This is an optimization exercise on Yosys and OpenROAD, whose aim is small area and a short achievable clock period, not a production implementation. The RTL was checked by simulation tests, not by an equivalence proof against the original design.

==> flow/design.v (outline; a module is shown in full before it is edited, if it fits) <==
// module sb64_aux: 233 lines
// module sb64_mul: 1963 lines
// module sb64_div: 89 lines
// module sb64_xunit: 51 lines
module sb64_xunit (
    input  wire        clk,
    input  wire        rst,         
    input  wire        in_valid,
    input  wire [4:0]  in_op,
    input  wire [31:0] in_a,
    input  wire [31:0] in_b,
    input  wire [31:0] in_c,
    input  wire [31:0] in_d,
    input  wire [23:0] in_opnd,
    input  wire        wr_en,
    input  wire [1:0]  wr_sel,      
    input  wire [31:0] wr_data,
    output wire        res1_valid,
    output wire [31:0] res1_data,
    output wire        res2_valid,
    output wire [31:0] res2_data,
    output wire [31:0] mlo,
    output wire [31:0] mhi,
    output wire        mulv_ovf,
    output wire        div_busy,
    output wire        div_valid,
    output wire [31:0] div_res,
    output wire        div_dz,
    output wire        div_ovf
);
  // ...
==> flow/run.sh <==
#!/bin/bash
# synth_recipe.tcl (not shown) runs the flow's synth.tcl, then flattens the netlist and writes it again
# the make line also repeats each setting of config.mk as NAME=value (left out here)
make -C /OpenROAD-flow-scripts/flow DESIGN_CONFIG=/design/flow/config.mk WORK_HOME=/design/flow/orfs CLKGATE_MAP_FILE= SYNTH_SCRIPT=/design/flow/synth_recipe.tcl finish
==> flow/config.mk <==
export PLATFORM = sky130hd
export DESIGN_NAME = sb64_xunit
export DESIGN_NICKNAME = sb64_xunit
export VERILOG_FILES = /design/flow/design.v
export SDC_FILE = /design/flow/constraint.sdc
export NUM_CORES = 4
export LEC_CHECK = 0
export CAP_MARGIN = 20
export CORE_MARGIN = 2
export CORE_UTILIZATION = 55
export PLACE_DENSITY = 0.62
export SLEW_MARGIN = 20
==> flow/constraint.sdc <==
create_clock -name core_clock -period 40.0 [get_ports {clk}]
set_input_delay 8.0000 -clock core_clock [delete_from_list [all_inputs] [get_ports {clk}]]
set_output_delay 8.0000 -clock core_clock [all_outputs]
set_load 0.01 [all_outputs]
==> results.tsv, run 1 <==
stage	metric	value	unit
run_status	outcome	complete, no violations	
cts	CTS tree	built	
finish	most frequent cells in the layout	nand2_1, xnor2_1, nor2_1, inv_1, xor2_1	
route	Final ANT Viol Nets	0	
finish	Antenna Cells	16	
finish	Biggest Area Class	multi-input gates	
cts	TritonCTS Sinks	558	
cts	root buffer cell	clkbuf_16	
finish	area growth from synthesis to layout	9.38	%
yosys	Synth Area in Simple Gates	0.140	
finish	final-stage net count	9694	
route	Met1 Routed Length	112000	um
global_route	pin count of the biggest net entering global routing	99	
yosys	synth top area cells	fa_1, dfxtp_1, xnor2_1	
cts	CTS Hold Bufs	0	
route	final WL	296000	um
floorplan	I/O Pins	362	
finish	Non-Filler Instances	10570	
finish	Seq/total area	0.155	
finish	Fill cells	11788	
cts	clk buf depth	3	
yosys	Mapped Cells	8873	
route	First-pass DRT Iterations	7	
==> module sb64_aux, before the edit <==
module sb64_aux (
    input  wire        clk,
    input  wire        rst,
    input  wire        in_valid,
    input  wire [4:0]  op,
    input  wire [31:0] a,
    input  wire [31:0] b,
    input  wire [31:0] c,
    input  wire [31:0] d,
    input  wire [23:0] opnd,
    input  wire        wr_en,
    input  wire [1:0]  wr_sel,
    input  wire [31:0] wr_data,
    output reg         res1_valid,
    output wire [31:0] res1_data,
    output reg         res2_valid,
    output reg  [31:0] res2_data
);
    reg  [2:0]  crcsel;
    reg  [31:0] crcpoly_r;          
    always @(posedge clk) begin
        if (rst) begin
            crcsel    <= 3'd0;
            crcpoly_r <= 32'd0;
        end else if (wr_en) begin
            if (wr_sel == 2'd2) crcsel <= wr_data[2:0];
            if (wr_sel == 2'd3) crcpoly_r <= rev32(wr_data);
        end
    end
    wire msbf = crcsel[2];
    wire w16  = (crcsel[1:0] == 2'd2);
    reg  [31:0] rp;
    always @(*) begin
        case (crcsel[1:0])
            2'd0:    rp = 32'h82F63B78;
            2'd1:    rp = 32'hEDB88320;
            2'd2:    rp = 32'h00008408;
            default: rp = crcpoly_r;
        endcase
    end
    function [31:0] rev32(input [31:0] x);
        integer i;
        begin
            for (i = 0; i < 32; i = i + 1) rev32[i] = x[31-i];
        end
    endfunction
    function [7:0] inv8(input [31:0] r);       
        integer k, m;
        begin
            inv8 = 8'd1;
            for (k = 1; k < 8; k = k + 1)
                for (m = 1; m <= k; m = m + 1)
                    inv8[k] = inv8[k] ^ (r[m-1] & inv8[k-m]);
        end
    endfunction
    function [7:0] tbits(input [7:0] u, input [7:0] e);    
        integer k, j;
        begin
            tbits = 8'd0;
            for (k = 0; k < 8; k = k + 1)
                for (j = 0; j <= k; j = j + 1)
                    tbits[k] = tbits[k] ^ (u[k-j] & e[j]);
        end
    endfunction
    function [31:0] fold(input [7:0] t, input [31:0] r);   
        integer j;
        begin
            fold = 32'd0;
            for (j = 0; j < 8; j = j + 1)
                fold = fold ^ ({32{t[j]}} & (r >> (7 - j)));
        end
    endfunction
    function [31:0] foldh(input [3:0] t, input [31:0] r);   
        integer j;
        begin
            foldh = 32'd0;
            for (j = 0; j < 4; j = j + 1)
                foldh = foldh ^ ({32{t[j]}} & (r >> (3 - j)));
        end
    endfunction
    function [31:0] crc8(input [31:0] s, input [7:0] u, input [31:0] r);
        begin
            crc8 = (s >> 8) ^ fold(tbits(u, s[7:0]), r);
        end
    endfunction
    function [31:0] reflw(input [31:0] x, input is16);
        integer i;
        begin
            for (i = 0; i < 32; i = i + 1) reflw[i] = x[31-i];
            if (is16) begin
                reflw[31:16] = 16'd0;
                for (i = 0; i < 16; i = i + 1) reflw[i] = x[15-i];
            end
        end
    endfunction
    wire [7:0] u = inv8(rp);
    wire o_crcb = (op == 5'd0), o_crch = (op == 5'd1), o_crcw = (op == 5'd2);
    wire o_par  = (op == 5'd3), o_brev = (op == 5'd4), o_ckd  = (op == 5'd5);
    wire o_extu = (op == 5'd6), o_exts = (op == 5'd7), o_ins  = (op == 5'd8);
    wire o_clz  = (op == 5'd9), o_bperm = (op == 5'd10);
    wire o_crc  = o_crcb | o_crch | o_crcw;
    wire [1:0] rmode = op[2] ? opnd[1:0] : (msbf ? (w16 ? 2'd1 : 2'd2) : 2'd3);
    reg  [31:0] rv;
    integer k;
    always @(*) begin
        case (rmode)
            2'd0: for (k = 0; k < 32; k = k + 1) rv[k] = a[(k & ~7) + 7 - (k & 7)];
            2'd1: for (k = 0; k < 32; k = k + 1) rv[k] = a[(k & ~15) + 15 - (k & 15)];
            2'd2: for (k = 0; k < 32; k = k + 1) rv[k] = a[31 - k];
            default: rv = a;
        endcase
    end
    reg [31:0] bref;
    always @(*) begin
        for (k = 0; k < 32; k = k + 1)
            bref[k] = msbf ? b[(k & ~7) + 7 - (k & 7)] : b[k];
    end
    wire [31:0] dmask = op[1] ? 32'hFFFFFFFF : (op[0] ? 32'h0000FFFF : 32'h000000FF);
    wire [31:0] cin   = rv & (w16 ? 32'h0000FFFF : 32'hFFFFFFFF);
    wire [31:0] z     = cin ^ (bref & dmask);
    wire [7:0]  t0    = tbits(u, z[7:0]);
    wire [31:0] zlo   = (z >> 8) ^ fold({4'd0, t0[3:0]}, rp);
    reg [31:0] ckd;
    reg [4:0]  dig, sum;
    always @(*) begin
        sum = 5'd0;
        if (b >= 32'h30 && b <= 32'h39) dig = b[4:0] - 5'h10;
        else if (b <= 32'd9)            dig = b[4:0];
        else                            dig = 5'd10;
        if (a > 32'd9 || dig == 5'd10) begin
            ckd = 32'hFFFFFFFF;
        end else begin
            if (opnd[0]) begin
                dig = dig * 2;
                if (dig > 9) dig = dig - 9;
            end
            sum = {1'b0, a[3:0]} + dig;
            ckd = (sum >= 5'd10) ? {27'd0, sum - 5'd10} : {27'd0, sum};
        end
    end
    function [31:0] th(input [6:0] n);         
        integer i;
        begin
            for (i = 0; i < 32; i = i + 1) th[i] = (i < n);
        end
    endfunction
    wire        e_big = (|c[31:6]) | (c[5] & (|c[4:0]));
    wire [5:0]  e_w   = e_big ? 6'd32 : c[5:0];
    wire        e_nil = (c == 32'd0) | (|b[31:5]);
    wire [31:0] e_thw = th({1'b0, e_w});
    wire [31:0] e_thp = th({2'b00, b[4:0]});
    wire [31:0] e_in  = rev32(~e_thp);                         
    wire [31:0] emask = e_thw & e_in;
    wire [31:0] e_top = e_thw & ~{1'b0, e_thw[31:1]} & e_in;   
    wire        i_big = (|d[31:6]) | (d[5] & (|d[4:0]));
    wire [5:0]  i_w   = i_big ? 6'd32 : d[5:0];
    wire        i_nil = (d == 32'd0) | (|c[31:5]);
    wire [6:0]  i_s   = {2'b00, c[4:0]} + {1'b0, i_w};
    wire [31:0] fmask = th(i_s) & ~th({2'b00, c[4:0]});        
    wire [31:0] r_in  = op[3] ? {b[0], b[31:1]} : a;
    wire [4:0]  r_amt = op[3] ? ~c[4:0] : b[4:0];
    wire [63:0] rr    = {r_in, r_in} >> r_amt;
    wire [31:0] rot   = rr[31:0];
    wire [31:0] efld  = e_nil ? 32'd0 : (rot & emask);
    wire [31:0] etop  = rot & e_top;
    wire [3:0]  esg4  = {|etop[31:24], |etop[23:16], |etop[15:8], |etop[7:0]};
    wire [31:0] ins   = i_nil ? a : ((a & ~fmask) | (rot & fmask));
    reg [5:0] clz;
    integer j;
    always @(*) begin
        clz = 6'd32;
        for (j = 0; j < 32; j = j + 1)
            if (a[j]) clz = 6'd31 - j[5:0];
    end
    reg [31:0] bperm;
    reg [3:0]  s;
    integer n;
    always @(*) begin
        for (n = 0; n < 4; n = n + 1) begin
            s = opnd[4*n +: 4];
            if (s < 4'd4)      bperm[8*n +: 8] = a[8*s[1:0] +: 8];
            else if (s < 4'd8) bperm[8*n +: 8] = {8{a[8*s[1:0] + 7]}};
            else               bperm[8*n +: 8] = 8'h00;
        end
    end
    wire [31:0] y1 = ({32{o_crc}}   & zlo)
                   | ({32{o_par}}   & {31'd0, ^a})
                   | ({32{o_brev}}  & rv)
                   | ({32{o_ckd}}   & ckd)
                   | ({32{o_extu | o_exts}} & efld)
                   | ({32{o_ins}}   & ins)
                   | ({32{o_clz}}   & {26'd0, clz})
                   | ({32{o_bperm}} & bperm);
    reg  [31:0] s1_y;
    reg  [3:0]  s1_t;
    reg  [3:0]  s1_sg;              
    reg  [5:0]  s1_w;               
    reg         s1_refl, s1_w16, s1_h, s2_v;
    reg  [31:0] rp_d1;
    reg  [7:0]  u_d1;
    reg         msbf_d1, w16_d1;
    always @(posedge clk) begin
        s1_y    <= y1;
        s1_t    <= o_crc ? t0[7:4] : 4'd0;
        s1_sg   <= (o_exts & ~e_nil) ? esg4 : 4'd0;
        s1_w    <= e_w;
        s1_refl <= o_crcb & msbf;
        s1_w16  <= w16;
        s1_h    <= o_crch;
        rp_d1   <= rp;
        u_d1    <= u;
        msbf_d1 <= msbf;
        w16_d1  <= w16;
        if (rst) begin
            res1_valid <= 1'b0;
            s2_v       <= 1'b0;
            res2_valid <= 1'b0;
        end else begin
            res1_valid <= in_valid & (op <= 5'd10) & ~o_crch & ~o_crcw;
            s2_v       <= in_valid & (o_crch | o_crcw);
            res2_valid <= s2_v;
        end
    end
    wire [31:0] c1   = s1_y ^ foldh(s1_t, rp_d1);
    wire [31:0] fill = {32{|s1_sg}} & ~th({1'b0, s1_w});
    assign res1_data = (s1_refl ? reflw(c1, s1_w16) : c1) | fill;
    wire [31:0] c2 = crc8(c1, u_d1, rp_d1);
    wire [31:0] c3 = crc8(c2, u_d1, rp_d1);
    wire [31:0] c4 = crc8(c3, u_d1, rp_d1);
    wire [31:0] cf = s1_h ? c2 : c4;
    always @(posedge clk)
        res2_data <= msbf_d1 ? reflw(cf, w16_d1) : cf;
endmodule
==> run 2: changes to the inputs <==
--- a/flow/design.v
+++ b/flow/design.v
@@ -100,13 +100,12 @@
     wire o_clz  = (op == 5'd9), o_bperm = (op == 5'd10);
     wire o_crc  = o_crcb | o_crch | o_crcw;
-    wire [1:0] rmode = op[2] ? opnd[1:0] : (msbf ? (w16 ? 2'd1 : 2'd2) : 2'd3);
-    reg  [31:0] rv;
+    reg  [31:0] brev;
     integer k;
     always @(*) begin
-        case (rmode)
-            2'd0: for (k = 0; k < 32; k = k + 1) rv[k] = a[(k & ~7) + 7 - (k & 7)];
-            2'd1: for (k = 0; k < 32; k = k + 1) rv[k] = a[(k & ~15) + 15 - (k & 15)];
-            2'd2: for (k = 0; k < 32; k = k + 1) rv[k] = a[31 - k];
-            default: rv = a;
+        case (opnd[1:0])
+            2'd0: for (k = 0; k < 32; k = k + 1) brev[k] = a[(k & ~7) + 7 - (k & 7)];
+            2'd1: for (k = 0; k < 32; k = k + 1) brev[k] = a[(k & ~15) + 15 - (k & 15)];
+            2'd2: for (k = 0; k < 32; k = k + 1) brev[k] = a[31 - k];
+            default: brev = a;    
         endcase
     end
@@ -117,26 +116,203 @@
     end
     wire [31:0] dmask = op[1] ? 32'hFFFFFFFF : (op[0] ? 32'h0000FFFF : 32'h000000FF);
-    wire [31:0] cin   = rv & (w16 ? 32'h0000FFFF : 32'hFFFFFFFF);
+    wire [31:0] cin   = msbf ? reflw(a, w16) : (a & (w16 ? 32'h0000FFFF : 32'hFFFFFFFF));
     wire [31:0] z     = cin ^ (bref & dmask);
     wire [7:0]  t0    = tbits(u, z[7:0]);
-    wire [31:0] zlo   = (z >> 8) ^ fold({4'd0, t0[3:0]}, rp);
-    reg [31:0] ckd;
-    reg [4:0]  dig, sum;
-    always @(*) begin
-        sum = 5'd0;
-        if (b >= 32'h30 && b <= 32'h39) dig = b[4:0] - 5'h10;
-        else if (b <= 32'd9)            dig = b[4:0];
-        else                            dig = 5'd10;
-        if (a > 32'd9 || dig == 5'd10) begin
-            ckd = 32'hFFFFFFFF;
-        end else begin
-            if (opnd[0]) begin
-                dig = dig * 2;
-                if (dig > 9) dig = dig - 9;
-            end
-            sum = {1'b0, a[3:0]} + dig;
-            ckd = (sum >= 5'd10) ? {27'd0, sum - 5'd10} : {27'd0, sum};
+    wire [31:0] m0    = fold(tbits(u, 8'd1) & 8'h0F, rp);
+    wire [31:0] m1    = fold(tbits(u, 8'd2) & 8'h0F, rp);
+    wire [31:0] m2    = fold(tbits(u, 8'd4) & 8'h0F, rp);
+    wire [31:0] m3    = fold(tbits(u, 8'd8) & 8'h0F, rp);
+    wire [31:0] zlo   = (z >> 8) ^ ({32{z[0]}} & m0) ^ ({32{z[1]}} & m1)
+                                 ^ ({32{z[2]}} & m2) ^ ({32{z[3]}} & m3);
+    function [3:0] ckd_tab(input dbl, input [3:0] acc, input [3:0] dg);
+        begin
+            case ({dbl, acc, dg})
+                9'b0_0000_0001: ckd_tab = 4'd1;
+                9'b0_0000_0010: ckd_tab = 4'd2;
+                9'b0_0000_0011: ckd_tab = 4'd3;
+                9'b0_0000_0100: ckd_tab = 4'd4;
+                9'b0_0000_0101: ckd_tab = 4'd5;
+                9'b0_0000_0110: ckd_tab = 4'd6;
+                9'b0_0000_0111: ckd_tab = 4'd7;
+                9'b0_0000_1000: ckd_tab = 4'd8;
+                9'b0_0000_1001: ckd_tab = 4'd9;
+                9'b0_0001_0000: ckd_tab = 4'd1;
+                9'b0_0001_0001: ckd_tab = 4'd2;
+                9'b0_0001_0010: ckd_tab = 4'd3;
+                9'b0_0001_0011: ckd_tab = 4'd4;
+                9'b0_0001_0100: ckd_tab = 4'd5;
+                9'b0_0001_0101: ckd_tab = 4'd6;
+                9'b0_0001_0110: ckd_tab = 4'd7;
+                9'b0_0001_0111: ckd_tab = 4'd8;
+                9'b0_0001_1000: ckd_tab = 4'd9;
+                9'b0_0010_0000: ckd_tab = 4'd2;
+                9'b0_0010_0001: ckd_tab = 4'd3;
+                9'b0_0010_0010: ckd_tab = 4'd4;
+                9'b0_0010_0011: ckd_tab = 4'd5;
+                9'b0_0010_0100: ckd_tab = 4'd6;
+                9'b0_0010_0101: ckd_tab = 4'd7;
+                9'b0_0010_0110: ckd_tab = 4'd8;
+                9'b0_0010_0111: ckd_tab = 4'd9;
+                9'b0_0010_1001: ckd_tab = 4'd1;
+                9'b0_0011_0000: ckd_tab = 4'd3;
+                9'b0_0011_0001: ckd_tab = 4'd4;
+                9'b0_0011_0010: ckd_tab = 4'd5;
+                9'b0_0011_0011: ckd_tab = 4'd6;
+                9'b0_0011_0100: ckd_tab = 4'd7;
+                9'b0_0011_0101: ckd_tab = 4'd8;
+                9'b0_0011_0110: ckd_tab = 4'd9;
+                9'b0_0011_1000: ckd_tab = 4'd1;
+                9'b0_0011_1001: ckd_tab = 4'd2;
+                9'b0_0100_0000: ckd_tab = 4'd4;
+                9'b0_0100_0001: ckd_tab = 4'd5;
+                9'b0_0100_0010: ckd_tab = 4'd6;
+                9'b0_0100_0011: ckd_tab = 4'd7;
+                9'b0_0100_0100: ckd_tab = 4'd8;
+                9'b0_0100_0101: ckd_tab = 4'd9;
+                9'b0_0100_0111: ckd_tab = 4'd1;
+                9'b0_0100_1000: ckd_tab = 4'd2;
+                9'b0_0100_1001: ckd_tab = 4'd3;
+                9'b0_0101_0000: ckd_tab = 4'd5;
+                9'b0_0101_0001: ckd_tab = 4'd6;
+                9'b0_0101_0010: ckd_tab = 4'd7;
+                9'b0_0101_0011: ckd_tab = 4'd8;
+                9'b0_0101_0100: ckd_tab = 4'd9;
+                9'b0_0101_0110: ckd_tab = 4'd1;
+                9'b0_0101_0111: ckd_tab = 4'd2;
+                9'b0_0101_1000: ckd_tab = 4'd3;
+                9'b0_0101_1001: ckd_tab = 4'd4;
+                9'b0_0110_0000: ckd_tab = 4'd6;
+                9'b0_0110_0001: ckd_tab = 4'd7;
+                9'b0_0110_0010: ckd_tab = 4'd8;
+                9'b0_0110_0011: ckd_tab = 4'd9;
+                9'b0_0110_0101: ckd_tab = 4'd1;
+                9'b0_0110_0110: ckd_tab = 4'd2;
+                9'b0_0110_0111: ckd_tab = 4'd3;
+                9'b0_0110_1000: ckd_tab = 4'd4;
+                9'b0_0110_1001: ckd_tab = 4'd5;
+                9'b0_0111_0000: ckd_tab = 4'd7;
+                9'b0_0111_0001: ckd_tab = 4'd8;
+                9'b0_0111_0010: ckd_tab = 4'd9;
+                9'b0_0111_0100: ckd_tab = 4'd1;
+                9'b0_0111_0101: ckd_tab = 4'd2;
+                9'b0_0111_0110: ckd_tab = 4'd3;
+                9'b0_0111_0111: ckd_tab = 4'd4;
+                9'b0_0111_1000: ckd_tab = 4'd5;
+                9'b0_0111_1001: ckd_tab = 4'd6;
+                9'b0_1000_0000: ckd_tab = 4'd8;
+                9'b0_1000_0001: ckd_tab = 4'd9;
+                9'b0_1000_0011: ckd_tab = 4'd1;
+                9'b0_1000_0100: ckd_tab = 4'd2;
+                9'b0_1000_0101: ckd_tab = 4'd3;
+                9'b0_1000_0110: ckd_tab = 4'd4;
+                9'b0_1000_0111: ckd_tab = 4'd5;
+                9'b0_1000_1000: ckd_tab = 4'd6;
+                9'b0_1000_1001: ckd_tab = 4'd7;
+                9'b0_1001_0000: ckd_tab = 4'd9;
+                9'b0_1001_0010: ckd_tab = 4'd1;
+                9'b0_1001_0011: ckd_tab = 4'd2;
+                9'b0_1001_0100: ckd_tab = 4'd3;
+                9'b0_1001_0101: ckd_tab = 4'd4;
+                9'b0_1001_0110: ckd_tab = 4'd5;
+                9'b0_1001_0111: ckd_tab = 4'd6;
+                9'b0_1001_1000: ckd_tab = 4'd7;
+                9'b0_1001_1001: ckd_tab = 4'd8;
+                9'b1_0000_0001: ckd_tab = 4'd2;
+                9'b1_0000_0010: ckd_tab = 4'd4;
+                9'b1_0000_0011: ckd_tab = 4'd6;
+                9'b1_0000_0100: ckd_tab = 4'd8;
+                9'b1_0000_0101: ckd_tab = 4'd1;
+                9'b1_0000_0110: ckd_tab = 4'd3;
+                9'b1_0000_0111: ckd_tab = 4'd5;
+                9'b1_0000_1000: ckd_tab = 4'd7;
+                9'b1_0000_1001: ckd_tab = 4'd9;
+                9'b1_0001_0000: ckd_tab = 4'd1;
+                9'b1_0001_0001: ckd_tab = 4'd3;
+                9'b1_0001_0010: ckd_tab = 4'd5;
+                9'b1_0001_0011: ckd_tab = 4'd7;
+                9'b1_0001_0100: ckd_tab = 4'd9;
+                9'b1_0001_0101: ckd_tab = 4'd2;
+                9'b1_0001_0110: ckd_tab = 4'd4;
+                9'b1_0001_0111: ckd_tab = 4'd6;
+                9'b1_0001_1000: ckd_tab = 4'd8;
+                9'b1_0010_0000: ckd_tab = 4'd2;
+                9'b1_0010_0001: ckd_tab = 4'd4;
+                9'b1_0010_0010: ckd_tab = 4'd6;
+                9'b1_0010_0011: ckd_tab = 4'd8;
+                9'b1_0010_0101: ckd_tab = 4'd3;
+                9'b1_0010_0110: ckd_tab = 4'd5;
+                9'b1_0010_0111: ckd_tab = 4'd7;
+                9'b1_0010_1000: ckd_tab = 4'd9;
+                9'b1_0010_1001: ckd_tab = 4'd1;
+                9'b1_0011_0000: ckd_tab = 4'd3;
+                9'b1_0011_0001: ckd_tab = 4'd5;
+                9'b1_0011_0010: ckd_tab = 4'd7;
+                9'b1_0011_0011: ckd_tab = 4'd9;
+                9'b1_0011_0100: ckd_tab = 4'd1;
+                9'b1_0011_0101: ckd_tab = 4'd4;
+                9'b1_0011_0110: ckd_tab = 4'd6;
+                9'b1_0011_0111: ckd_tab = 4'd8;
+                9'b1_0011_1001: ckd_tab = 4'd2;
+                9'b1_0100_0000: ckd_tab = 4'd4;
+                9'b1_0100_0001: ckd_tab = 4'd6;
+                9'b1_0100_0010: ckd_tab = 4'd8;
+                9'b1_0100_0100: ckd_tab = 4'd2;
+                9'b1_0100_0101: ckd_tab = 4'd5;
+                9'b1_0100_0110: ckd_tab = 4'd7;
+                9'b1_0100_0111: ckd_tab = 4'd9;
+                9'b1_0100_1000: ckd_tab = 4'd1;
+                9'b1_0100_1001: ckd_tab = 4'd3;
+                9'b1_0101_0000: ckd_tab = 4'd5;
+                9'b1_0101_0001: ckd_tab = 4'd7;
+                9'b1_0101_0010: ckd_tab = 4'd9;
+                9'b1_0101_0011: ckd_tab = 4'd1;
+                9'b1_0101_0100: ckd_tab = 4'd3;
+                9'b1_0101_0101: ckd_tab = 4'd6;
+                9'b1_0101_0110: ckd_tab = 4'd8;
+                9'b1_0101_1000: ckd_tab = 4'd2;
+                9'b1_0101_1001: ckd_tab = 4'd4;
+                9'b1_0110_0000: ckd_tab = 4'd6;
+                9'b1_0110_0001: ckd_tab = 4'd8;
+                9'b1_0110_0011: ckd_tab = 4'd2;
+                9'b1_0110_0100: ckd_tab = 4'd4;
+                9'b1_0110_0101: ckd_tab = 4'd7;
+                9'b1_0110_0110: ckd_tab = 4'd9;
+                9'b1_0110_0111: ckd_tab = 4'd1;
+                9'b1_0110_1000: ckd_tab = 4'd3;
+                9'b1_0110_1001: ckd_tab = 4'd5;
+                9'b1_0111_0000: ckd_tab = 4'd7;
+                9'b1_0111_0001: ckd_tab = 4'd9;
+                9'b1_0111_0010: ckd_tab = 4'd1;
+                9'b1_0111_0011: ckd_tab = 4'd3;
+                9'b1_0111_0100: ckd_tab = 4'd5;
+                9'b1_0111_0101: ckd_tab = 4'd8;
+                9'b1_0111_0111: ckd_tab = 4'd2;
+                9'b1_0111_1000: ckd_tab = 4'd4;
+                9'b1_0111_1001: ckd_tab = 4'd6;
+                9'b1_1000_0000: ckd_tab = 4'd8;
+                9'b1_1000_0010: ckd_tab = 4'd2;
+                9'b1_1000_0011: ckd_tab = 4'd4;
+                9'b1_1000_0100: ckd_tab = 4'd6;
+                9'b1_1000_0101: ckd_tab = 4'd9;
+                9'b1_1000_0110: ckd_tab = 4'd1;
+                9'b1_1000_0111: ckd_tab = 4'd3;
+                9'b1_1000_1000: ckd_tab = 4'd5;
+                9'b1_1000_1001: ckd_tab = 4'd7;
+                9'b1_1001_0000: ckd_tab = 4'd9;
+                9'b1_1001_0001: ckd_tab = 4'd1;
+                9'b1_1001_0010: ckd_tab = 4'd3;
+                9'b1_1001_0011: ckd_tab = 4'd5;
+                9'b1_1001_0100: ckd_tab = 4'd7;
+                9'b1_1001_0110: ckd_tab = 4'd2;
+                9'b1_1001_0111: ckd_tab = 4'd4;
+                9'b1_1001_1000: ckd_tab = 4'd6;
+                9'b1_1001_1001: ckd_tab = 4'd8;
+                default: ckd_tab = 4'd0;
+            endcase
         end
-    end
+    endfunction
+    wire        ckd_ok = ~(|a[31:4]) & (a[3:0] <= 4'd9)
+                       & ~(|b[31:6]) & (b[5] == b[4]) & (b[3:0] <= 4'd9);
+    wire [31:0] ckd    = ckd_ok ? {28'd0, ckd_tab(opnd[0], a[3:0], b[3:0])} : 32'hFFFFFFFF;
     function [31:0] th(input [6:0] n);         
         integer i;
@@ -148,5 +324,5 @@
     wire [5:0]  e_w   = e_big ? 6'd32 : c[5:0];
     wire        e_nil = (c == 32'd0) | (|b[31:5]);
-    wire [31:0] e_thw = th({1'b0, e_w});
+    wire [31:0] e_thw = e_big ? 32'hFFFFFFFF : th({1'b0, c[5:0]});
     wire [31:0] e_thp = th({2'b00, b[4:0]});
     wire [31:0] e_in  = rev32(~e_thp);                         
@@ -154,8 +330,7 @@
     wire [31:0] e_top = e_thw & ~{1'b0, e_thw[31:1]} & e_in;   
     wire        i_big = (|d[31:6]) | (d[5] & (|d[4:0]));
-    wire [5:0]  i_w   = i_big ? 6'd32 : d[5:0];
     wire        i_nil = (d == 32'd0) | (|c[31:5]);
-    wire [6:0]  i_s   = {2'b00, c[4:0]} + {1'b0, i_w};
-    wire [31:0] fmask = th(i_s) & ~th({2'b00, c[4:0]});        
+    wire [6:0]  i_s   = {2'b00, c[4:0]} + {1'b0, d[5:0]};       
+    wire [31:0] fmask = (i_big ? 32'hFFFFFFFF : th(i_s)) & ~th({2'b00, c[4:0]});   
     wire [31:0] r_in  = op[3] ? {b[0], b[31:1]} : a;
     wire [4:0]  r_amt = op[3] ? ~c[4:0] : b[4:0];
@@ -186,5 +361,5 @@
     wire [31:0] y1 = ({32{o_crc}}   & zlo)
                    | ({32{o_par}}   & {31'd0, ^a})
-                   | ({32{o_brev}}  & rv)
+                   | ({32{o_brev}}  & brev)
                    | ({32{o_ckd}}   & ckd)
                    | ({32{o_extu | o_exts}} & efld)
@@ -193,9 +368,9 @@
                    | ({32{o_bperm}} & bperm);
     reg  [31:0] s1_y;
-    reg  [3:0]  s1_t;
+    reg  [3:0]  s1_t, s1_tm;       
     reg  [3:0]  s1_sg;              
     reg  [5:0]  s1_w;               
     reg         s1_refl, s1_w16, s1_h, s2_v;
-    reg  [31:0] rp_d1;
+    reg  [31:0] rp_d1, rp_e1;      
     reg  [7:0]  u_d1;
     reg         msbf_d1, w16_d1;
@@ -203,4 +378,5 @@
         s1_y    <= y1;
         s1_t    <= o_crc ? t0[7:4] : 4'd0;
+        s1_tm   <= t0[7:4];
         s1_sg   <= (o_exts & ~e_nil) ? esg4 : 4'd0;
         s1_w    <= e_w;
@@ -209,4 +385,5 @@
         s1_h    <= o_crch;
         rp_d1   <= rp;
+        rp_e1   <= rp;
         u_d1    <= u;
         msbf_d1 <= msbf;
@@ -222,7 +399,8 @@
         end
     end
-    wire [31:0] c1   = s1_y ^ foldh(s1_t, rp_d1);
+    wire [31:0] c1e  = s1_y ^ foldh(s1_t, rp_e1);
     wire [31:0] fill = {32{|s1_sg}} & ~th({1'b0, s1_w});
-    assign res1_data = (s1_refl ? reflw(c1, s1_w16) : c1) | fill;
+    assign res1_data = (s1_refl ? reflw(c1e, s1_w16) : c1e) | fill;
+    wire [31:0] c1   = s1_y ^ foldh(s1_tm, rp_d1);
     wire [31:0] c2 = crc8(c1, u_d1, rp_d1);
     wire [31:0] c3 = crc8(c2, u_d1, rp_d1);
==> flow/flow/run.sh (new file) <==
#!/bin/bash
set -euo pipefail
here="$(cd "$(dirname "$0")/.." && pwd)"
cd "$here"
bash standard.sh synth > log_synth.txt 2>&1
export SETUP_SLACK_MARGIN=29.5
export BUFFER_PORTS_ARGS="-buffer_cell sky130_fd_sc_hd__buf_2"
bash standard.sh > log_layout.txt 2>&1
==> flow/standard.sh (new file) <==
#!/bin/bash
# synth_recipe.tcl (not shown) runs the flow's synth.tcl, then flattens the netlist and writes it again
# the make line also repeats each setting of config.mk as NAME=value (left out here)
make -C /OpenROAD-flow-scripts/flow DESIGN_CONFIG=/design/flow/config.mk WORK_HOME=/design/flow/orfs CLKGATE_MAP_FILE= SYNTH_SCRIPT=/design/flow/synth_recipe.tcl "${@:-finish}"
removed: flow/run.sh
==> run 2 against run 1 <==
Clock skew shrank 0.038 ns. Final area grew 7.4%. Wire length grew 8.2%. Utilization grew 1.5 points. Clock-buffer cell count is the same. Area after synthesis grew 5.0%. Critical path type unchanged. Highest routed layer unchanged. Die area grew 5.0%. Register-to-register slack gained 0.36 ns. Synthesized cell count grew 6.4%.
==> results.tsv, run 2 <==
stage	metric	value	unit	change
run_status	outcome	complete, no violations		
floorplan	initial core utilization	0.555		
finish	multi-input logic area	59400	sq um	
min_path	Hold Path Depth	0		
global_route	pin count of the biggest net entering global routing	102		+3.0%
yosys	Synth Area in Simple Gates	0.138		-0.00275
cts	TritonCTS Sinks	562		+0.72%
timing	post-route clock skew	0.0334	ns	
floorplan	core area	138000	sq um	
timing	fin crit period	10.65	ns	
yosys	leading cell type by number of instances after synthesis	nand2_1		
job	max-cap violations	0		
route	Avg WL per Cell	28.4	um	
yosys	share of the yosys chip area belonging to registers	0.162		
cts	CTS Hold Bufs	0		unchanged
yosys	xor and xnor area share after synthesis	0.227		
setup_path	cell family with most CP delay	compound AO/OA/AOI/OAI gates		
place	post-detail-place hpwl	205000	um	
timing	final hold slack	0.315	ns	
yosys	post-synthesis compound-gate area fraction	0.142		
yosys	post-synthesis mux area share	0.0827		
timing	Slew @ Worst Pin	1.21	ns	
cts	clock slew at reported path FFs	0.06	ns	
setup_path	setup slack, reg-to-reg	30.60	ns	
min_path	Hold Path End	u_mul.s3_p[7]		
setup_path	Crit path depth	13		
yosys	post-synth top area share	0.132		
yosys	syn_nets	10381		
route	Final ANT Viol Nets	0		unchanged
setup_path	Buf+Inv Stages, Crit Path	3		
setup_path	Crit Path Category	in2reg		
global_route	initial antenna violation count	34		
setup_path	crit path capture type	register		
yosys	Post-synth EDFFs	112		
yosys	Synth Area in Adders	0.171		
setup_path	CP max stage delay	0.46	ns	
cts	CTS tree	built		
place	Post-Place Worst Slack	27.68	ns	
timing	Fmax	93.9	MHz	
global_route	vias in the first global route	71038		
global_route	Total Routing Usage GR	0.435		
route	DRC	0		
global_route	GR peak layer	met2		
yosys	Main synth FF type	dfxtp_1		
route	DR iter-0 viols	8791		
cts	clk buf depth	3		unchanged
finish	final-stage net count	10348		+6.7%
finish	post-route cell area	85600	sq um	
setup_path	worst r2r dst	u_aux.res2_data[8]		
cts	Num CTS Buffers	67		
place	Cell Area, Placed	79000	sq um	
global_route	global-route wire length before repair	463000	um	
timing	Hold Fails Final Rpt	0		
global_route	M2 GR Usage	0.666		
yosys	largest family of logic cells by synthesized area	XOR/XNOR gates		
finish	register area	12500	sq um	
global_route	met3 Use GR	0.119		
setup_path	Reg-to-Reg Start	u_aux.s1_tm[3]		
finish	most frequent cells in the layout	nand2_1, xnor2_1, xor2_1, inv_1, nor2_1		
yosys	Mapped Cells	9441		+6.4%
route	via-per-instance ratio	6.47		
timing	Max-slew headroom	0.196		
cts	clock latency on the worst-skew pair	0.69	ns	
timing	setup violators final	0		
setup_path	worst r2r path cells	28		
finish	commonest non-fill, non-tap cell in the layout	nand2_1		
route	First-pass DRT Iterations	10		+3
route	final WL	320000	um	+8.2%
setup_path	Critical-path top delay cell	a2111oi_4		
finish	Fill cells	12119		+2.8%
timing	Final Worst Setup Slack	29.35	ns	
yosys	Yosys cell types	92		
setup_path	crit-path most repeated cell	o21ai_0		
place	Port Buf Inserts	353		
floorplan	die area	142000	sq um	
yosys	mean post-synth cell area	8.11	sq um	
setup_path	critical path arrival	11.14	ns	
min_path	Hold WC Path Type	reg2reg		
yosys	register bit total from synthesis	562		
place	gp weighted congestion	0.997		
floorplan	die height	377	um	
yosys	top cells by count, synth	nand2_1, xnor2_1, xor2_1		
setup_path	crit path launch type	input pin		
yosys	synth top area cells	fa_1, xnor2_1, dfxtp_1		
finish	largest registers	u_mul.s2_p: 64 flops, u_mul.s3_p: 64 flops, u_mul.s1_a: 33 flops		
yosys	Ys Warns	3		
global_route	met1 usage	0.533		
floorplan	I/O Pins	362		unchanged
finish	area growth from synthesis to layout	11.9	%	
cts	root buffer cell	clkbuf_16		
finish	share of cells above drive strength 1	0.135		
timing	final number of max-transition violations	0		
timing	final setup TNS	0	ns	
timing	Final Cycle Share	0.266		
floorplan	Rows	136		
yosys	mapped cell area	76500	sq um	
yosys	ys async rst share	0		
timing	unrepaired setup endpoints after global routing	true		
setup_path	crit path max fanout	11		
setup_path	CP required	40.49	ns	
cts	htree depth	3		
global_route	total global routing overflow	0		
floorplan	Die X	377	um	
setup_path	Critical Path, Cell by Cell	buf_2, clkinv_4, ha_2, inv_1, o311ai_0, o21ai_0, nor2_1, a21oi_1, o21ai_0, o21ai_0, a21oi_1, a2111oi_4, o221ai_1		
yosys	Synth area leader	fa_1		
min_path	Hold Path Origin	u_mul.s2_p[7]		
route	via count	72956		
-- run 2: changes by cell type in the layout (fill, tap and decap cells not counted), sizes merged, moves of 44 or more --
cell and change:
buf +470, clkdlybuf4s50 -351, nand2 +227, nor2 -129
xnor2 +128, xor2 +112, a21oi +96, o21ai +78
nor3 -44
-- run 2: layout make-up --
| class | instances | share of cell area |
|---|---|---|
| inverters | 694 | 0.0312 |
| diodes | 18 | 0.000526 |
| well taps | 1794 | 0.0262 |
| repair buffers | 759 | 0.0750 |
| clock inverters | 39 | 0.00511 |
| clock buffers | 84 | 0.0216 |
| flip-flops and latches | 562 | 0.146 |
| multi-input cells | 7324 | 0.694 |
-- run 2: through the flow --
| step | util | cells |
|---|---|---|
| 2_1_floorplan | - | 9441 |
| 3_3_place_gp | 0.573 | 10923 |
| 3_5_place_dp | 0.573 | 10923 |
| 4_1_cts | 0.604 | 11128 |
| 5_1_grt | 0.621 | 11263 |
| 6_report | 0.621 | 11274 |
-- run 2: kinds of logic (layout without fill, tap and decap cells) --
family,after synthesis,count (layout)
simple gates,2529,2529
xor+xnor,1869,1869
compound gates,1667,1669
buf+inv,1557,1576
fa+ha+maj,745,745
flops,562,562
mux,512,512
other cells,0,18
-- run 2: how the worst max path moves through the flow --
stage / start / endpoint / slack, ns
global placement: in_op[3] / u_aux.s1_sg[1] / 27.72
CTS: in_op[3] / u_aux.s1_sg[1] / 29.44
global route: u_aux.rp_e1[18] / res1_data[13] / 29.37
detailed placement: in_op[3] / u_aux.s1_sg[1] / 27.68
floorplan: in_c[31] / u_aux.s1_y[0] / 29.51
finish: in_b[2] / u_aux.s1_y[3] / 29.35
-- run 2: layer usage --
layer | vias up | routed length [um] | part of all wire
met2 | 5211 | 139000 | 0.43
li1 | 31145 | - | -
met4 | 31 | 26500 | 0.083
met5 | - | 335 | 0.0010
met3 | 1572 | 39900 | 0.12
met1 | 34997 | 115000 | 0.36
-- run 2: timing repair --
action / CTS / global route
gates resized for setup: 222 / 235
hold endpoints to repair: 0 / 0
pin swaps: 33 / 94
buffers inserted: 60 / 107
gates cloned: 22 / 20
endpoints found under the setup margin: 68 / 55
-- run 2: worst reg2reg max path, delay by kind of cell (launching register included) --
family	cells	cell delay (ns)
AND/OR/NAND/NOR	8	1.20
buffers and inverters	3	1.06
AO/OA/AOI/OAI	2	0.47
flip-flops	1	0.30
XOR/XNOR	15	6.23
==> run 3: changes to the inputs <==
--- a/flow/design.v
+++ b/flow/design.v
@@ -312,11 +312,32 @@
         end
     endfunction
-    wire        ckd_ok = ~(|a[31:4]) & (a[3:0] <= 4'd9)
-                       & ~(|b[31:6]) & (b[5] == b[4]) & (b[3:0] <= 4'd9);
+    wire        ckd_ok = ~(|a[31:4]) & ~(a[3] & (a[2] | a[1]))             
+                       & ~(|b[31:6]) & ~(b[5] ^ b[4]) & ~(b[3] & (b[2] | b[1]));   
     wire [31:0] ckd    = ckd_ok ? {28'd0, ckd_tab(opnd[0], a[3:0], b[3:0])} : 32'hFFFFFFFF;
     function [31:0] th(input [6:0] n);         
         integer i;
+        reg [3:0] gh, eh;
+        reg [7:0] gl;
         begin
-            for (i = 0; i < 32; i = i + 1) th[i] = (i < n);
+            gh = {1'b0, n[4] & n[3], n[4], n[4] | n[3]};
+            eh = {n[4] & n[3], n[4] & ~n[3], ~n[4] & n[3], ~n[4] & ~n[3]};
+            gl = {1'b0, n[2] & n[1] & n[0], n[2] & n[1], n[2] & (n[1] | n[0]), n[2],
+                  n[2] | (n[1] & n[0]), n[2] | n[1], n[2] | n[1] | n[0]};
+            for (i = 0; i < 32; i = i + 1)
+                th[i] = gh[i >> 3] | (eh[i >> 3] & gl[i & 7]);
+            if (n[6] | n[5]) th = 32'hFFFFFFFF;
+        end
+    endfunction
+    function [6:0] add56(input [4:0] x, input [5:0] y);    
+        reg [5:0] g, p;
+        reg [6:0] cy;
+        integer i;
+        begin
+            g  = {1'b0, x} & y;
+            p  = {1'b0, x} ^ y;
+            cy[0] = 1'b0;
+            for (i = 0; i < 6; i = i + 1)
+                cy[i+1] = g[i] | (p[i] & cy[i]);
+            add56 = {cy[6], p ^ cy[5:0]};
         end
     endfunction
@@ -331,5 +352,5 @@
     wire        i_big = (|d[31:6]) | (d[5] & (|d[4:0]));
     wire        i_nil = (d == 32'd0) | (|c[31:5]);
-    wire [6:0]  i_s   = {2'b00, c[4:0]} + {1'b0, d[5:0]};       
+    wire [6:0]  i_s   = add56(c[4:0], d[5:0]);                 
     wire [31:0] fmask = (i_big ? 32'hFFFFFFFF : th(i_s)) & ~th({2'b00, c[4:0]});   
     wire [31:0] r_in  = op[3] ? {b[0], b[31:1]} : a;
@@ -342,19 +363,33 @@
     wire [31:0] ins   = i_nil ? a : ((a & ~fmask) | (rot & fmask));
     reg [5:0] clz;
+    reg [7:0] nz, first;
+    reg [1:0] lzn [0:7];
+    reg [1:0] lzs;
+    reg [2:0] nzs;
     integer j;
     always @(*) begin
-        clz = 6'd32;
-        for (j = 0; j < 32; j = j + 1)
-            if (a[j]) clz = 6'd31 - j[5:0];
+        for (j = 0; j < 8; j = j + 1) begin
+            nz[j]  = |a[4*j +: 4];
+            lzn[j] = a[4*j+3] ? 2'd0 : (a[4*j+2] ? 2'd1 : (a[4*j+1] ? 2'd2 : 2'd3));
+        end
+        for (j = 0; j < 8; j = j + 1)
+            first[j] = nz[j] & ~(|(nz >> (j + 1)));
+        lzs = 2'd0;
+        nzs = 3'd0;
+        for (j = 0; j < 8; j = j + 1) begin
+            lzs = lzs | ({2{first[j]}} & lzn[j]);
+            nzs = nzs | ({3{first[j]}} & (3'd7 - j[2:0]));
+        end
+        clz = (|nz) ? {1'b0, nzs, lzs} : 6'd32;
     end
     reg [31:0] bperm;
     reg [3:0]  s;
+    reg [7:0]  byt;
     integer n;
     always @(*) begin
         for (n = 0; n < 4; n = n + 1) begin
-            s = opnd[4*n +: 4];
-            if (s < 4'd4)      bperm[8*n +: 8] = a[8*s[1:0] +: 8];
-            else if (s < 4'd8) bperm[8*n +: 8] = {8{a[8*s[1:0] + 7]}};
-            else               bperm[8*n +: 8] = 8'h00;
+            s   = opnd[4*n +: 4];
+            byt = a[8*s[1:0] +: 8];
+            bperm[8*n +: 8] = s[3] ? 8'h00 : (s[2] ? {8{byt[7]}} : byt);
         end
     end
@@ -368,5 +403,5 @@
                    | ({32{o_bperm}} & bperm);
     reg  [31:0] s1_y;
-    reg  [3:0]  s1_t, s1_tm;       
+    reg  [3:0]  s1_t;
     reg  [3:0]  s1_sg;              
     reg  [5:0]  s1_w;               
@@ -378,5 +413,4 @@
         s1_y    <= y1;
         s1_t    <= o_crc ? t0[7:4] : 4'd0;
-        s1_tm   <= t0[7:4];
         s1_sg   <= (o_exts & ~e_nil) ? esg4 : 4'd0;
         s1_w    <= e_w;
@@ -402,5 +436,5 @@
     wire [31:0] fill = {32{|s1_sg}} & ~th({1'b0, s1_w});
     assign res1_data = (s1_refl ? reflw(c1e, s1_w16) : c1e) | fill;
-    wire [31:0] c1   = s1_y ^ foldh(s1_tm, rp_d1);
+    wire [31:0] c1   = c1e;
     wire [31:0] c2 = crc8(c1, u_d1, rp_d1);
     wire [31:0] c3 = crc8(c2, u_d1, rp_d1);
==> run 3 against run 2 <==
Still clean on timing, DRC and antenna. Critical path depth is 2 higher. Synthesized cell count is 3.0% lower. Cell count is 2.8% lower. Register-to-register slack worse by 0.83 ns. Non-clock buffer count is 40 lower. Clock-buffer cell count rose by 5. Area after synthesis is 2.0% lower. Final area is 2.3% lower. Die area shrank 2.0%. Critical endpoint is now u_aux.s1_y[1].
==> results.tsv, run 3 <==
stage	metric	value	unit	change
global_route	pin count of the biggest net entering global routing	104		+2.0%
cts	CTS tree	built		
timing	final setup TNS	0	ns	unchanged
yosys	Main synth FF type	dfxtp_1		
setup_path	Crit Path Category	in2reg		
yosys	share of the yosys chip area belonging to registers	0.164		+0.00225
route	WL met2	136000	um	-2.0%
setup_path	crit path max fanout	21		+10
run_status	outcome	complete, no violations		
route	top layer in use	met5		
setup_path	worst r2r dst	u_aux.res2_data[14]		
cts	clk buf depth	3		unchanged
min_path	Hold WC Path Type	reg2reg		
setup_path	Buf+Inv Stages, Crit Path	4		+1
route	Final ANT Viol Nets	0		unchanged
setup_path	cell family with most CP delay	adder cells		
setup_path	Critical Path, Cell by Cell	buf_2, buf_12, fa_2, inv_2, fa_2, fa_2, inv_2, fa_2, nor2_4, and2_4, a211oi_4, nor2_2, a21oi_2, o22ai_1, or4b_4		
yosys	register bit total from synthesis	558		-0.71%
floorplan	die area	139000	sq um	-2.0%
finish	commonest non-fill, non-tap cell in the layout	nand2_1		
route	final WL	315000	um	-1.8%
route	via-per-instance ratio	6.49		+0.28%
timing	Slew @ Worst Pin	1.21	ns	+0.00177 ns
setup_path	Reg-to-Reg Start	u_aux.s1_t[0]		
timing	Fmax	93.9	MHz	about the same
setup_path	crit-path most repeated cell	fa_2		
floorplan	die height	373	um	-1.0%
timing	Final Cycle Share	0.266		about the same
finish	area growth from synthesis to layout	11.6	%	
setup_path	crit path launch type	input pin		
global_route	Total Routing Usage GR	0.436		+0.00134
finish	multi-input logic area	58400	sq um	-1.8%
global_route	global-route wire length before repair	458000	um	-1.1%
timing	unrepaired setup endpoints after global routing	true		
finish	share of cells above drive strength 1	0.142		+0.00675
timing	fin crit period	10.65	ns	+0.00100 ns
route	via count	71101		-2.5%
yosys	mean post-synth cell area	8.19	sq um	+0.98%
yosys	mapped cell area	75000	sq um	-2.0%
finish	Fill cells	12019		-0.83%
route	Met3 Routed Length	40200	um	+0.80%
timing	setup violators final	0		unchanged
yosys	Mapped Cells	9161		-3.0%
route	DR iter-0 viols	8997		+2.3%
timing	Max-slew headroom	0.194		-0.00228
yosys	synth top area cells	fa_1, xnor2_1, dfxtp_1		
cts	clock latency on the worst-skew pair	0.70	ns	about the same
setup_path	Crit path depth	15		+2
cts	Num CTS Buffers	66		-1.5%
cts	root buffer cell	clkbuf_16		
setup_path	CP required	40.57	ns	+0.08 ns
finish	final-stage net count	10049		-2.9%
timing	post-route clock skew	0.0914	ns	+0.0579 ns
setup_path	CP max stage delay	0.60	ns	+0.14 ns
setup_path	crit path from	in_c[1]		
global_route	initial antenna violation count	27		-21%
place	post-detail-place hpwl	203000	um	-0.70%
route	First-pass DRT Iterations	9		-1
finish	register area	12400	sq um	-0.87%
global_route	vias in the first global route	70192		-1.2%
setup_path	critical path arrival	11.22	ns	+0.08 ns
route	DRC	0		unchanged
route	Avg WL per Cell	28.7	um	+1.1%
setup_path	worst r2r path cells	30		+7.1%
yosys	ys async rst share	0		unchanged
finish	most frequent cells in the layout	nand2_1, xnor2_1, inv_1, nor2_1, xor2_1		
yosys	post-synth top area share	0.136		+0.00351
yosys	syn_nets	10094		-2.8%
yosys	Synth area leader	fa_1		
cts	TritonCTS Sinks	558		-0.71%
setup_path	crit path to	u_aux.s1_y[1]		
floorplan	initial core utilization	0.554		-0.00167
global_route	total global routing overflow	0		unchanged
floorplan	Rows	135		-0.74%
yosys	Ys Warns	4		+1
cts	clock slew at reported path FFs	0.06	ns	about the same
floorplan	core area	135000	sq um	-1.7%
yosys	top cells by count, synth	nand2_1, xnor2_1, inv_1		
route	Met1 Routed Length	115000	um	-0.30%
finish	largest registers	u_mul.s2_p: 64 flops, u_mul.s3_p: 64 flops, u_mul.s1_a: 33 flops		
floorplan	Die X	373	um	-1.0%
timing	final number of max-transition violations	0		unchanged
setup_path	Critical-path top delay cell	fa_2		
setup_path	setup slack, reg-to-reg	29.77	ns	-0.83 ns
setup_path	crit path capture type	register		
yosys	Yosys cell types	93		+1.1%
yosys	Post-synth EDFFs	112		unchanged
job	max-cap violations	0		unchanged
yosys	leading cell type by number of instances after synthesis	nand2_1		
place	gp weighted congestion	0.978		-1.9%
timing	Hold Fails Final Rpt	0		unchanged
cts	htree depth	3		unchanged
floorplan	I/O Pins	362		unchanged
place	Port Buf Inserts	353		unchanged
-- run 3: cell types whose count changed after synthesis, moves of 18 or more --
cell	previous run	this run
nor2b_1	52	33
xor2_1	693	578
nand2_1	1450	1371
xnor2_1	1100	1031
buf_1	134	106
inv_1	687	730
a221oi_1	9	27
xnor3_1	61	85
a21oi_1	397	340
-- run 3: kinds of logic (layout without fill, tap and decap cells) --
family / Yosys count / count (layout) / synth area share
xor gates and xnor gates: 1709 / 1709 / 0.217
muxes: 516 / 516 / 0.0853
buffers and inverters: 1570 / 1571 / 0.0797
AOI/OAI and AO/OA: 1666 / 1668 / 0.148
other: 0 / 10 / 0
DFF: 558 / 558 / 0.164
adders and majority gates: 738 / 738 / 0.174
and+or+nand+nor: 2404 / 2406 / 0.132
-- run 3: repair_timing --
action | in CTS | in global routing
setup endpoints to repair | 68 | 68
pin swaps | 60 | 81
cloned | 15 | 5
setup buffers | 100 | 64
resized for setup | 241 | 193
hold buffers | 0 | 0
-- run 3: layout make-up --
type,count,area share
Antenna cell,10,0.000299
Clock inverter,29,0.00523
Multi-Input combinational cell,7037,0.698
Tap cell,1781,0.0266
Sequential cell,558,0.148
Inverter,734,0.0331
Timing Repair Buffer,719,0.0670
Clock buffer,89,0.0219
-- run 3: worst min path at each step --
stage	startpoint	end	slack [ns]	depth (start not counted)
floorplan	u_mul.s2_p[0]	u_mul.s3_p[0]	0.31	0
global placement	u_mul.s2_p[6]	u_mul.s3_p[6]	0.31	0
detailed placement	u_mul.s2_p[15]	u_mul.s3_p[15]	0.31	0
CTS	u_mul.s2_p[27]	u_mul.s3_p[27]	0.32	0
global route	u_mul.s2_p[25]	u_mul.s3_p[25]	0.33	0
finish	u_mul.s2_p[25]	u_mul.s3_p[25]	0.32	0
-- run 3: routing by layer --
metal	up-vias	track usage
met5	-	0.000686
met4	20	0.278
met3	1475	0.120
met2	5160	0.666
met1	34155	0.544
li1	30291	-
-- run 3: stage by stage --
stage	area [sq um]	hold WS (ns)	util	worst slack, ns	instances
2_1_floorplan	75300	0.310	-	28.99	9161
3_3_place_gp	77600	0.310	0.573	27.63	10644
3_5_place_dp	77600	0.312	0.573	27.64	10644
4_1_cts	82200	0.323	0.607	29.40	10877
5_1_grt	83700	0.325	0.618	29.31	10951
6_report	83700	0.324	0.618	29.35	10957

==> separate check: timing with driven ports <==
Ports are ideal in the flow. The routed layouts listed here were re-timed in OpenROAD.
Step 1 sets driving cells, clkbuf_16 on the clock port and buf_2 on the other inputs (assumed; they add their load-dependent delay and slew).
Step 2 adds t to the input delays and takes it off the output delays; t is the mean of the earliest and latest rising clock arrival at the registers after step 1. Input paths then give back, and output paths get back, about the clock's delay inside the block.
Slacks: no drivers / after step 1 / after step 2; pairs: no drivers / after step 1.
run	t, ns	setup slack, ns	slew at the worst register clock pin (ns)
run 1	0.762	26.527 / 26.589 / 25.827	0.07 / 0.07
run 2	0.762	29.351 / 29.360 / 28.652	0.07 / 0.07
run 3	0.744	29.350 / 29.321 / 28.659	0.08 / 0.08
After both steps every run listed still meets setup and hold. For run 1, which loses most, drivers alone change the setup slack by +0.062 ns; drivers and shift together by -0.700 ns.
